Background: an optimization exercise with open tools, aiming at small area, a short achievable clock period and few clock cycles per item. Do not read the settings as production practice.
Only simulation tests tie the RTL to the original design; equivalence was not proved.

## config.mk

```make
export PLATFORM = sky130hd
export DESIGN_NAME = pkt_parser
export DESIGN_NICKNAME = pkt_parser
export VERILOG_FILES = /design/flow/design.v
export SDC_FILE = /design/flow/constraint.sdc
export NUM_CORES = 4
export LEC_CHECK = 0
export CAP_MARGIN = 40
export CORE_MARGIN = 2
export CORE_UTILIZATION = 20
export GPL_ROUTABILITY_DRIVEN = 1
export PLACE_DENSITY = 0.24
export SLEW_MARGIN = 40
```

## constraint.sdc

```tcl
create_clock -name core_clock -period 12.0 [get_ports {clk}]
set_input_delay 2.4000 -clock core_clock [delete_from_list [all_inputs] [get_ports {clk}]]
set_output_delay 2.4000 -clock core_clock [all_outputs]
set_load 0.01 [all_outputs]
```

## design.v

```verilog
module pkt_parser (
    input  wire         clk,
    input  wire         rst,             
    input  wire         in_valid,
    output wire         in_ready,
    input  wire [511:0] in_data,         
    input  wire [6:0]   in_len,          
    input  wire [9:0]   in_port,
    input  wire         in_pass,
    input  wire         in_dpi_hit,
    input  wire [15:0]  in_dpi_tag,
    input  wire         in_from_host,
    input  wire         in_key_mode,
    input  wire [1:0]   in_tunnel,
    input  wire         in_mpls_en,
    input  wire [7:0]   in_port_label,
    input  wire [15:0]  in_tpid_alt,
    input  wire [15:0]  in_vxlan_port,
    input  wire [15:0]  in_geneve_port,
    output wire         out_valid,
    input  wire         out_ready,
    output wire [479:0] out_key,
    output wire [1:0]   out_verdict,     
    output wire [11:0]  out_payload,
    output wire         out_l3v,
    output wire         out_l4v,
    output wire         out_ptp_in,
    output wire [6:0]   out_ptp_off
);
    localparam [3:0] H_ETH    = 4'd0;
    localparam [3:0] H_TAG    = 4'd1;
    localparam [3:0] H_MPLS   = 4'd2;
    localparam [3:0] H_IP4    = 4'd3;
    localparam [3:0] H_IP6    = 4'd4;
    localparam [3:0] H_EXT    = 4'd5;
    localparam [3:0] H_UDP    = 4'd6;
    localparam [3:0] H_TCP    = 4'd7;
    localparam [3:0] H_VXLAN  = 4'd8;
    localparam [3:0] H_GENEVE = 4'd9;
    localparam [3:0] H_INNER  = 4'd10;
    localparam [3:0] H_NONE   = 4'd15;   
    localparam [1:0] S_IDLE = 2'd0;
    localparam [1:0] S_HDR  = 2'd1;
    localparam [1:0] S_PAY  = 2'd2;
    localparam [1:0] S_DONE = 2'd3;
    reg [1:0]   state;
    reg [3:0]   hdr;
    reg [511:0] win;
    reg [6:0]   n;
    reg [9:0]   port;
    reg         pass2;
    reg         dpi_hit;
    reg [15:0]  dpi_tag;
    reg         from_host;
    reg         key_mode;
    reg [1:0]   tunnel;
    reg         mpls_en;
    reg [7:0]   port_label;
    reg [15:0]  tpid_alt;
    reg [15:0]  vxlan_port;
    reg [15:0]  geneve_port;
    reg [11:0]  o;               
    reg         deep;
    reg         length;
    reg [11:0]  payload;
    reg         l3v;
    reg signed [17:0] ip_len;    
    reg [15:0]  pl6;
    reg [16:0]  ext_total;
    reg [7:0]   nh;
    reg [15:0]  ul;
    reg         ul_v;
    reg [47:0]  f_da, f_sa, f_inner_da;
    reg [15:0]  f_etype, f_inner_etype;
    reg [11:0]  f_ovid, f_ivid;
    reg [2:0]   f_opcp, f_ipcp;
    reg         f_odei;
    reg [1:0]   f_tags;
    reg [19:0]  f_label0, f_label1;
    reg [2:0]   f_mpls_tc;
    reg [2:0]   f_mpls_n;
    reg [1:0]   f_l3type;
    reg [5:0]   f_dscp;
    reg [1:0]   f_ecn;
    reg [7:0]   f_ttl;
    reg [7:0]   f_proto;
    reg [127:0] f_sip, f_dip;
    reg [19:0]  f_flow;
    reg [1:0]   f_frag;
    reg [15:0]  f_sport, f_dport;
    reg         f_l4v;
    reg [7:0]   f_tcpf;
    reg         f_tcpf_v;
    reg [1:0]   f_tun;
    reg [23:0]  f_vni;
    reg [127:0] f_payload;
    reg         f_ptp;
    reg [3:0]   f_ptp_type;
    reg         ptp_in;
    reg [6:0]   ptp_off;
    wire [11:0]  sel = (state == S_PAY) ? payload : o;
    wire [831:0] winp = {win, 320'd0};
    wire [319:0] sh   = (sel >= 12'd64) ? 320'd0 : winp[831 - 8*sel[5:0] -: 320];
    wire [7:0] b [0:39];
    genvar gi;
    generate
        for (gi = 0; gi < 40; gi = gi + 1) begin : g_byte
            assign b[gi] = sh[319 - 8*gi -: 8];
        end
    endgenerate
    wire [12:0] o13 = {1'b0, o};
    wire [12:0] n13 = {6'd0, n};
    wire fits2  = (o13 + 13'd2)  <= n13;
    wire fits4  = (o13 + 13'd4)  <= n13;
    wire fits6  = (o13 + 13'd6)  <= n13;
    wire fits8  = (o13 + 13'd8)  <= n13;
    wire fits13 = (o13 + 13'd13) <= n13;
    wire fits14 = (o13 + 13'd14) <= n13;
    wire fits20 = (o13 + 13'd20) <= n13;
    wire fits40 = (o13 + 13'd40) <= n13;
    wire fits12 = (o13 + 13'd12) <= n13;     
    wire        et_eth   = (hdr == H_ETH);
    wire [15:0] et       = et_eth ? {b[12], b[13]} : {b[2], b[3]};
    wire [11:0] et_o     = et_eth ? 12'd14 : (o + 12'd4);
    wire [3:0]  et_nib   = et_eth ? b[14][7:4] : b[4][7:4];
    wire        et_out   = {1'b0, et_o} >= n13;
    reg  [3:0]  et_next;
    always @(*) begin
        if (et == 16'h8100 || et == 16'h88A8 || (tpid_alt != 16'h0000 && et == tpid_alt))
            et_next = H_TAG;
        else if ((et == 16'h8847 || et == 16'h8848) && mpls_en)
            et_next = H_MPLS;
        else if (et == 16'h0800 && (et_out || et_nib == 4'd4))
            et_next = H_IP4;
        else if (et == 16'h86DD && (et_out || et_nib == 4'd6))
            et_next = H_IP6;
        else
            et_next = H_NONE;
    end
    reg [3:0] nh_next;
    reg [7:0] nh_sel;
    always @(*) begin
        nh_sel = (hdr == H_IP6) ? b[6] : b[0];      
        if (nh_sel == 8'd0 || nh_sel == 8'd43 || nh_sel == 8'd44 || nh_sel == 8'd60)
            nh_next = H_EXT;
        else if (nh_sel == 8'd17)
            nh_next = H_UDP;
        else if (nh_sel == 8'd6)
            nh_next = H_TCP;
        else
            nh_next = H_NONE;
    end
    reg [2:0]  m_n;          
    reg        m_bottom;
    reg        m_stop;
    reg [31:0] m_lab;
    reg [12:0] m_q;
    integer    mk;
    always @(*) begin
        m_n = 3'd0;
        m_bottom = 1'b0;
        m_stop = 1'b0;
        for (mk = 0; mk < 6; mk = mk + 1) begin
            m_q   = o13 + 13'd4 * mk[12:0];
            m_lab = {b[4*mk], b[4*mk+1], b[4*mk+2], b[4*mk+3]};
            if (!m_stop) begin
                if (m_q + 13'd4 > n13) begin
                    m_stop = 1'b1;
                end else begin
                    m_n = m_n + 3'd1;
                    if (m_lab[8]) begin
                        m_bottom = 1'b1;
                        m_stop = 1'b1;
                    end
                end
            end
        end
    end
    wire [11:0] m_o_after = o + {7'd0, m_n, 2'b00};
    wire [3:0]  m_nib     = b[4*m_n][7:4];   
    wire [3:0]  ip4_ihl   = b[0][3:0];
    wire [15:0] ip4_tl    = {b[2], b[3]};
    wire [15:0] ip4_fr    = {b[6], b[7]};
    wire [12:0] ip4_fo    = ip4_fr[12:0];
    wire [11:0] ip4_hlen  = {6'd0, ip4_ihl, 2'b00};
    wire        ip4_bad   = (ip4_ihl < 4'd5) || (ip4_tl < {10'd0, ip4_ihl, 2'b00});
    wire [15:0] ip6_pl    = {b[4], b[5]};
    wire [7:0]  ip6_tc    = {b[0][3:0], b[1][7:4]};
    wire [11:0] ext_len   = (nh == 8'd44) ? 12'd8 : ({4'd0, b[1]} + 12'd1) << 3;
    wire [16:0] ext_tot_n = ext_total + {5'd0, ext_len};
    wire [15:0] ext_frag  = {b[2], b[3]};
    wire        ext_later = (nh == 8'd44) && fits4 && (ext_frag[15:3] != 13'd0);
    wire [15:0] udp_dport = {b[2], b[3]};
    wire [15:0] udp_len   = {b[4], b[5]};
    wire [12:0] udp_t     = o13 + 13'd8;
    wire        udp_vx    = (udp_dport == vxlan_port);
    wire        udp_tun   = (tunnel != 2'b00) && (udp_vx || udp_dport == geneve_port);
    wire        udp_rec   = udp_vx ? ((udp_t >= n13) || b[8][3])
                                   : (!fits12 || (b[8][7:6] == 2'b00 && {b[10], b[11]} == 16'h6558));
    wire        udp_ptp   = (udp_dport == 16'd319) || (udp_dport == 16'd320);
    wire [3:0]  tcp_doff  = b[12][7:4];
    wire [7:0]  gen_opt   = {b[0][5:0], 2'b00};
    wire accept = (state == S_IDLE) && in_valid;
    integer bi;
    reg [511:0] in_masked;
    always @(*) begin
        for (bi = 0; bi < 64; bi = bi + 1)
            in_masked[511 - 8*bi -: 8] = (bi < in_len) ? in_data[511 - 8*bi -: 8] : 8'h00;
    end
    always @(posedge clk) begin
        if (rst) begin
            state <= S_IDLE;
        end else begin
            case (state)
                S_IDLE: if (accept) state <= S_HDR;
                S_HDR:  if (hdr == H_NONE) state <= S_PAY;
                S_PAY:  state <= S_DONE;
                S_DONE: if (out_ready) state <= S_IDLE;
            endcase
        end
    end
    always @(posedge clk) begin
        if (accept) begin
            win         <= in_masked;
            n           <= (in_len > 7'd64) ? 7'd64 : in_len;
            port        <= in_port;
            pass2       <= in_pass;
            dpi_hit     <= in_dpi_hit;
            dpi_tag     <= in_dpi_tag;
            from_host   <= in_from_host;
            key_mode    <= in_key_mode;
            tunnel      <= in_tunnel;
            mpls_en     <= in_mpls_en;
            port_label  <= in_port_label;
            tpid_alt    <= in_tpid_alt;
            vxlan_port  <= in_vxlan_port;
            geneve_port <= in_geneve_port;
            hdr       <= H_ETH;
            o         <= 12'd0;
            deep      <= 1'b0;
            length    <= 1'b0;
            payload   <= 12'd0;
            l3v       <= 1'b0;
            ip_len    <= 18'sd0;
            pl6       <= 16'd0;
            ext_total <= 17'd0;
            nh        <= 8'd0;
            ul        <= 16'd0;
            ul_v      <= 1'b0;
            f_da <= 48'd0; f_sa <= 48'd0; f_inner_da <= 48'd0;
            f_etype <= 16'd0; f_inner_etype <= 16'd0;
            f_ovid <= 12'd0; f_ivid <= 12'd0; f_opcp <= 3'd0; f_ipcp <= 3'd0; f_odei <= 1'b0;
            f_tags <= 2'd0;
            f_label0 <= 20'd0; f_label1 <= 20'd0; f_mpls_tc <= 3'd0; f_mpls_n <= 3'd0;
            f_l3type <= 2'd0; f_dscp <= 6'd0; f_ecn <= 2'd0; f_ttl <= 8'd0; f_proto <= 8'd0;
            f_sip <= 128'd0; f_dip <= 128'd0; f_flow <= 20'd0; f_frag <= 2'd0;
            f_sport <= 16'd0; f_dport <= 16'd0; f_l4v <= 1'b0; f_tcpf <= 8'd0; f_tcpf_v <= 1'b0;
            f_tun <= 2'd0; f_vni <= 24'd0; f_payload <= 128'd0;
            f_ptp <= 1'b0; f_ptp_type <= 4'd0; ptp_in <= 1'b0; ptp_off <= 7'd0;
        end else if (state == S_PAY) begin
            f_payload <= sh[319:192];
        end else if (state == S_HDR && hdr != H_NONE) begin
            begin
                case (hdr)
                    H_ETH: begin
                        if (n < 7'd14) begin
                            deep <= 1'b1;
                            hdr  <= H_NONE;
                        end else begin
                            f_da    <= {b[0], b[1], b[2], b[3], b[4], b[5]};
                            f_sa    <= {b[6], b[7], b[8], b[9], b[10], b[11]};
                            f_etype <= et;
                            payload <= 12'd14;
                            if (et == 16'h88F7) begin
                                f_ptp <= 1'b1;
                                ptp_in <= (n > 7'd14);
                                ptp_off <= (n > 7'd14) ? 7'd14 : 7'd0;
                                f_ptp_type <= (n > 7'd14) ? b[14][3:0] : 4'd0;
                            end
                            o   <= 12'd14;
                            hdr <= et_next;
                        end
                    end
                    H_TAG: begin
                        if (f_tags == 2'd2 || !fits4) begin
                            deep <= 1'b1;
                            hdr  <= H_NONE;
                        end else begin
                            if (f_tags == 2'd0) begin
                                f_ovid <= {b[0][3:0], b[1]};
                                f_opcp <= b[0][7:5];
                                f_odei <= b[0][4];
                            end else begin
                                f_ivid <= {b[0][3:0], b[1]};
                                f_ipcp <= b[0][7:5];
                            end
                            f_tags  <= f_tags + 2'd1;
                            f_etype <= et;
                            payload <= o + 12'd4;
                            if (et == 16'h88F7) begin
                                f_ptp <= 1'b1;
                                ptp_in <= (o13 + 13'd4 < n13);
                                ptp_off <= (o13 + 13'd4 < n13) ? o[6:0] + 7'd4 : 7'd0;
                                f_ptp_type <= (o13 + 13'd4 < n13) ? b[4][3:0] : 4'd0;
                            end else begin
                                f_ptp <= 1'b0;
                                ptp_in <= 1'b0;
                                ptp_off <= 7'd0;
                                f_ptp_type <= 4'd0;
                            end
                            o   <= o + 12'd4;
                            hdr <= et_next;
                        end
                    end
                    H_MPLS: begin
                        if (m_n != 3'd0) begin
                            f_label0  <= {b[0], b[1], b[2][7:4]};
                            f_mpls_tc <= b[2][3:1];
                        end
                        if (m_n > 3'd1)
                            f_label1  <= {b[4], b[5], b[6][7:4]};
                        f_mpls_n <= m_n;
                        if (!m_bottom) begin
                            deep <= 1'b1;
                            hdr  <= H_NONE;
                        end else begin
                            o       <= m_o_after;
                            payload <= m_o_after;
                            if ({1'b0, m_o_after} >= n13) begin
                                deep <= 1'b1;
                                hdr  <= H_NONE;
                            end else if (m_nib == 4'd4) begin
                                hdr <= H_IP4;
                            end else if (m_nib == 4'd6) begin
                                hdr <= H_IP6;
                            end else begin
                                hdr <= H_NONE;
                            end
                        end
                    end
                    H_IP4: begin
                        if (!fits20) begin
                            deep <= 1'b1;
                            hdr  <= H_NONE;
                        end else begin
                            f_l3type <= 2'b01;
                            f_dscp   <= b[1][7:2];
                            f_ecn    <= b[1][1:0];
                            f_ttl    <= b[8];
                            f_proto  <= b[9];
                            f_sip    <= {96'd0, b[12], b[13], b[14], b[15]};
                            f_dip    <= {96'd0, b[16], b[17], b[18], b[19]};
                            f_frag   <= (ip4_fo != 13'd0) ? 2'b10 : (ip4_fr[13] ? 2'b01 : 2'b00);
                            if (ip4_bad) length <= 1'b1;
                            l3v      <= !(length || ip4_bad);
                            payload  <= o + ip4_hlen;
                            ip_len   <= $signed({2'b00, ip4_tl}) - $signed({6'd0, ip4_hlen});
                            o        <= o + ip4_hlen;
                            if (ip4_ihl < 4'd5 || ip4_fo != 13'd0)
                                hdr <= H_NONE;
                            else if (b[9] == 8'd17)
                                hdr <= H_UDP;
                            else if (b[9] == 8'd6)
                                hdr <= H_TCP;
                            else
                                hdr <= H_NONE;
                        end
                    end
                    H_IP6: begin
                        if (!fits40) begin
                            deep <= 1'b1;
                            hdr  <= H_NONE;
                        end else begin
                            f_l3type <= 2'b10;
                            f_dscp   <= ip6_tc[7:2];
                            f_ecn    <= ip6_tc[1:0];
                            f_flow   <= {b[1][3:0], b[2], b[3]};
                            f_ttl    <= b[7];
                            f_proto  <= b[6];
                            f_sip    <= {b[8],  b[9],  b[10], b[11], b[12], b[13], b[14], b[15],
                                         b[16], b[17], b[18], b[19], b[20], b[21], b[22], b[23]};
                            f_dip    <= {b[24], b[25], b[26], b[27], b[28], b[29], b[30], b[31],
                                         b[32], b[33], b[34], b[35], b[36], b[37], b[38], b[39]};
                            if (ip6_pl == 16'd0 && b[6] != 8'd59) length <= 1'b1;
                            l3v      <= !(length || (ip6_pl == 16'd0 && b[6] != 8'd59));
                            pl6      <= ip6_pl;
                            ip_len   <= $signed({2'b00, ip6_pl});
                            nh       <= b[6];
                            o        <= o + 12'd40;
                            payload  <= o + 12'd40;
                            hdr      <= nh_next;
                        end
                    end
                    H_EXT: begin
                        if (!fits2) begin
                            deep <= 1'b1;
                            hdr  <= H_NONE;
                        end else begin
                            ext_total <= ext_tot_n;
                            if (ext_tot_n > {1'b0, pl6}) length <= 1'b1;
                            ip_len  <= $signed({2'b00, pl6}) - $signed({1'b0, ext_tot_n});
                            f_proto <= b[0];
                            payload <= o + ext_len;
                            if (nh == 8'd44 && fits4)
                                f_frag <= ext_later ? 2'b10 : (ext_frag[0] ? 2'b01 : 2'b00);
                            nh <= b[0];
                            o  <= o + ext_len;
                            hdr <= ext_later ? H_NONE : nh_next;
                        end
                    end
                    H_UDP: begin
                        if (!fits4) begin
                            deep <= 1'b1;
                            hdr  <= H_NONE;
                        end else begin
                            f_sport <= {b[0], b[1]};
                            f_dport <= udp_dport;
                            f_l4v   <= 1'b1;
                            if (udp_ptp) begin
                                f_ptp <= 1'b1;
                                ptp_in <= (udp_t < n13);
                                ptp_off <= (udp_t < n13) ? o[6:0] + 7'd8 : 7'd0;
                                f_ptp_type <= (udp_t < n13) ? b[8][3:0] : 4'd0;
                            end
                            ul   <= udp_len;
                            ul_v <= fits6;
                            if (fits6 && (udp_len < 16'd8 || $signed({2'b00, udp_len}) > ip_len))
                                length <= 1'b1;
                            payload <= o + 12'd8;
                            if (udp_tun && udp_rec) begin
                                if (udp_t > n13) begin
                                    deep <= 1'b1;
                                    hdr  <= H_NONE;
                                end else begin
                                    o   <= o + 12'd8;
                                    hdr <= udp_vx ? H_VXLAN : H_GENEVE;
                                end
                            end else begin
                                hdr <= H_NONE;
                            end
                        end
                    end
                    H_TCP: begin
                        hdr <= H_NONE;
                        if (!fits4) begin
                            deep <= 1'b1;
                        end else begin
                            f_sport <= {b[0], b[1]};
                            f_dport <= {b[2], b[3]};
                            f_l4v   <= 1'b1;
                            if (fits13) begin
                                if (tcp_doff < 4'd5 || $signed({12'd0, tcp_doff, 2'b00}) > ip_len)
                                    length <= 1'b1;
                                payload <= o + {6'd0, tcp_doff, 2'b00};
                            end else begin
                                payload <= o + 12'd20;
                            end
                            if (fits14) begin
                                f_tcpf   <= b[13];
                                f_tcpf_v <= 1'b1;
                            end
                        end
                    end
                    H_VXLAN: begin
                        if (!fits8) begin
                            deep <= 1'b1;
                            hdr  <= H_NONE;
                        end else begin
                            f_tun   <= 2'b01;
                            f_vni   <= {b[4], b[5], b[6]};
                            o       <= o + 12'd8;
                            payload <= o + 12'd8;
                            hdr     <= (tunnel == 2'b10) ? H_INNER : H_NONE;
                        end
                    end
                    H_GENEVE: begin
                        if (!fits8) begin
                            deep <= 1'b1;
                            hdr  <= H_NONE;
                        end else begin
                            f_tun <= 2'b10;
                            f_vni <= {b[4], b[5], b[6]};
                            if (ul_v && ($signed({10'd0, gen_opt}) + 18'sd8 > $signed({2'b00, ul}) - 18'sd8))
                                length <= 1'b1;
                            o       <= o + 12'd8 + {4'd0, gen_opt};
                            payload <= o + 12'd8 + {4'd0, gen_opt};
                            hdr     <= (tunnel == 2'b10) ? H_INNER : H_NONE;
                        end
                    end
                    H_INNER: begin
                        hdr <= H_NONE;
                        if (!fits14) begin
                            deep <= 1'b1;
                        end else begin
                            f_inner_da    <= {b[0], b[1], b[2], b[3], b[4], b[5]};
                            f_inner_etype <= {b[12], b[13]};
                            payload       <= o + 12'd14;
                        end
                    end
                    default: hdr <= H_NONE;
                endcase
            end
        end
    end
    wire profile = key_mode || (f_l3type == 2'b00);
    wire [95:0] common = {
        profile, pass2, port, port_label, dpi_hit, dpi_tag,
        f_tun, f_vni, f_tags, f_ovid, f_opcp, f_mpls_n,
        f_ptp, f_ptp_type, f_l3type, f_frag, f_l4v, f_tcpf_v, from_host, 1'b0
    };
    wire [383:0] ip_key = {
        f_sip, f_dip, f_proto, f_dscp, f_ecn, f_ttl, f_flow,
        f_sport, f_dport, f_tcpf, f_label0, f_ivid, f_mpls_tc, 9'd0
    };
    wire [383:0] l2_key = {
        f_da, f_sa, f_etype, f_ivid, f_ipcp, f_odei, f_label0, f_label1, f_mpls_tc,
        f_inner_da, f_inner_etype, f_payload, 21'd0
    };
    wire [1:0] verdict = length ? 2'd2 : (deep ? 2'd1 : 2'd0);
    assign in_ready    = (state == S_IDLE);
    assign out_valid   = (state == S_DONE);
    assign out_key     = {common, profile ? l2_key : ip_key};
    assign out_verdict = verdict;
    assign out_payload = payload;
    assign out_l3v     = l3v;
    assign out_l4v     = f_l4v;
    assign out_ptp_in  = ptp_in;
    assign out_ptp_off = ptp_off;
endmodule
```

## run.sh

```bash
#!/bin/bash
# synth_recipe.tcl (not shown) runs the flow's synth.tcl, then flattens the netlist and writes it again
# the make line also repeats each setting of config.mk as NAME=value (left out here)
make -C /OpenROAD-flow-scripts/flow DESIGN_CONFIG=/design/flow/config.mk WORK_HOME=/design/flow/orfs CLKGATE_MAP_FILE= SYNTH_SCRIPT=/design/flow/synth_recipe.tcl finish
```

==> flow_summary.yaml <==
place:
  port_buffers: 1105
  gp_congestion: 0.9555
  placed_wire_length_estimate_um: 718600
  post_place_setup_slack_ns: 1.615
sta:
  setup_slack_ns: 1.588
  rsz0062_at_grt: "no"
  max_slew_margin: 0.2871
  final-setup-viol-count: 0
  min_period_over_period: 0.8676
  fin_skew_ns: 0.1474
  hold_violation_count_in_the_final_report: 0
  clock.fmax_mhz: 96.05
  timing.final.max_slew_violations: 0
  timing_worst_slew_pin_value_ns: 1.069
  tns_ns: 0
  final_period_minus_worst_setup_slack_ns: 10.41
synth:
  mappedNetlistArea_um2: 104200
  synth.distinct_cells: 118
  synth_flop_cell: "dfxtp_1"
  avgSynthCellArea_um2: 8.307
  post-synth-top-area-cell: "edfxtp_1"
  synth_enable_flop_cells: 608
  synth-seq-area-share: 0.3426
  proportion_of_netlist_area_held_by_the_largest_area_contributor: 0.1752
  synth_top_cells_by_area: "edfxtp_1 (18%), dfxtp_1 (17%), mux2i_1 (10%)"
  syn_inst: 12540
  synthTopCellsByCount: "nand2_1 (2675), nor2_1 (1154), a21oi_1 (1152)"
  yosysWarnings: 1
  cell_with_the_most_instances_after_synthesis: "nand2_1"
  ys_seq_elements: 1479
  synth-async-reset-ratio: 0
clock_tree:
  clkTransAtPathRegs_ns: 0.07
  tritoncts: "yes"
  number_of_gates_resized_after_cts: 0
  root_buffer_cell: "clkbuf_16"
  clk_path_buf_depth: 4
  tritoncts.num_buffers: 202
  cts_setup_buffers: 0
  cts.hold.buffers_added: 0
  tritoncts_num_sinks: 1479
  htree_levels: 4
  clk_latency_ns: 1.04
global_route:
  grt_antenna_before_repair: 134
  grt_use_total: 0.3335
  overflow: 0
  first_global_vias: 106200
  wire_length_of_the_first_global_routing_pass_um: 1166000
  grt_max_degree: 146
critical_path:
  critPathSlowestCell: "or4bb_1"
  critical_path_required_ns: 12.81
  crit_end_category: "register"
  criticalPathCategory: "register to register"
  cp_slowest_stage_delay_ns: 0.51
  cp_data_arrival_time_ns: 11.22
  crit_path_start_kind: "register"
  critical_path.max_fanout: 17
  cpMostUsedCell: "ha_1"
final_layout:
  layout_overhead_on_the_synthesized_area_pct: 28.74
  final_layout_size_suffix_gt1_frac: 0.1315
  fillers: 56560
  nets: 14270
floorplanning:
  floorplan.die_area_um2: 526800
  io_pins: 1118
  floorplan.rows: 265
  fp.dieW_um: 725.8
  start_util: 0.2004
  die_height_um: 725.8
  core_region_area_um2: 519900
flow_run:
  maxCapViolations: 0
drt:
  drt-initial-drc-count: 13220
  drcViolationCount: 0
  ant_nets: 0
  dr_wl_cell_um: 44.29
  wirelength_um: 915400
  post_drt_via_cell_ratio: 5.375
  count_of_vias_placed_by_the_detailed_router: 111100
  drt_pass1_iterations: 8
status:
  outcome: "timing/DRC/antenna clean"
worst_hold_path:
  worst_hold_path_type: "register to register"
## worst max-delay path, delay by kind of cell (launching register included)
family	cells	cell delay (ns)
buffers and inverters	6	1.23
flip-flops	1	0.48
AO/OA/AOI/OAI	12	2.43
adder cells (fa/ha/maj)	7	2.01
AND/OR/NAND/NOR	12	3.11
XOR/XNOR	4	1.00
## metrics by stage
step	util	std cells	cell area (µm²)	hold WS [ns]
floorplan	-	12560	104200	0.4290
global placement	0.2414	20180	125500	0.4392
detailed placement	0.2439	20210	126800	0.4451
CTS	0.2572	20590	133700	0.4508
global route	0.2577	20610	134000	0.4641
finish	0.2580	20670	134100	0.4497
## logic make-up (layout without fill, tap and decap cells)
logic type      count (synthesis)  count (layout)  share of synthesized area
xor+xnor                      175             175                    0.01517
flops                        1479            1479                     0.3426
buf+inv                      1178            2276                    0.05091
simple gates                 5461            5461                     0.2304
mux                          1472            1472                     0.1835
other cells                     1              87                 0.00003599
fa+ha+maj                     175             175                    0.02157
compound gates               2603            2603                     0.1558
## final cells by class
type / instances / area [µm²] / share of cell area
antenna: 75 / 187.7 / 0.001399
clock buffer: 288 / 5748 / 0.04285
clock inverter: 87 / 1145 / 0.008535
inverter: 135 / 545.5 / 0.004067
multi-input combinational: 9898 / 65350 / 0.4872
sequential: 1479 / 35700 / 0.2661
tap: 6942 / 8686 / 0.06475
timing repair buffer: 1766 / 16780 / 0.1251
## cell usage in the layout, fill, tap and decap left out, drive strengths merged, types with 31 or more instances in the layout
master | Yosys | final
mux4 | 344 | 344
mux2i | 1070 | 1070
and2 | 405 | 405
o221ai | 31 | 31
nand4 | 54 | 54
o21ai | 339 | 339
a221oi | 73 | 73
o21a | 39 | 39
mux2 | 58 | 58
a22oi | 104 | 104
a21o | 65 | 65
diode | 0 | 75
o22ai | 88 | 88
inv | 131 | 139
nor4 | 34 | 34
clkdlybuf4s50 | 0 | 1103
nand2b | 103 | 103
a311oi | 42 | 42
a21oi | 1153 | 1153
xnor2 | 128 | 128
xor2 | 45 | 45
clkinv | 4 | 59
ha | 166 | 166
o211ai | 80 | 80
nor3 | 256 | 256
dfxtp | 871 | 871
or3 | 36 | 36
clkbuf | 635 | 290
and3 | 86 | 86
nor2 | 1154 | 1154
a211oi | 176 | 176
a31oi | 124 | 124
nor2b | 191 | 191
nand3 | 374 | 374
nand2 | 2675 | 2675
edfxtp | 608 | 608
buf | 408 | 661
## path summary, 6_finish.rpt
check,from,to,slack [ns],depth (start not counted)
setup / recovery,o[3]$_SDFFE_PP0P_,hdr[0]$_SDFFE_PP0P_,1.59,41
hold / removal,f_etype[2]$_SDFFE_PP0P_,f_etype[2]$_SDFFE_PP0P_,0.45,2
setup reg to reg,o[3]$_SDFFE_PP0P_,hdr[0]$_SDFFE_PP0P_,1.59,41
hold reg to reg,f_etype[2]$_SDFFE_PP0P_,f_etype[2]$_SDFFE_PP0P_,0.45,2
## registers in the layout (all words and copies together), names as in the netlist, 14 cells and up
name / cells
vxlan_port: 16
f_etype: 16
f_sip: 128
win: 512
f_inner_da: 48
f_inner_etype: 16
f_label0: 20
f_dport: 16
ext_total: 14
f_da: 48
f_payload: 128
f_vni: 24
ip_len: 18
geneve_port: 16
dpi_tag: 16
f_label1: 20
tpid_alt: 16
ul: 16
f_dip: 128
pl6: 16
f_sport: 16
f_flow: 20
f_sa: 48
## routing by layer
metal  up-vias  global-route usage  share of wire
li1      46770                   -              -
met1     57610              0.4461           0.44
met2      5597              0.5179           0.44
met3      1082             0.06150          0.067
met4        38              0.1570          0.054
met5         -                   0        0.00029
Testbench counts, summed over its fixed seeds: cycles 25,851, items 4,000.

[what the ideal ports hide]
No port has a modelled driver above. Below, the same layout with a new extraction and two added sets of constraints. Step 1 sets driving cells, clkbuf_16 on the clock port and buf_2 on the other inputs (assumed; they add their load-dependent delay and slew). Step 2 times the ports against the registers' clock, not the clock port: input delays grow and output delays shrink by t, the midpoint of the rising clock arrivals with the driver on. a / b / c = no drivers / after step 1 / after step 2; a / b = the first two.
t (ns): 1.097
slack for setup (ns): 1.588 / 1.588 / 1.588
clock arrival spread, ns: 0.148 / 0.148
cell pins on the clock port's net: 1
After both steps this run still meets setup and hold. The setup slack of this run moves by 0.000 ns with the drivers and by 0.000 ns with both steps.
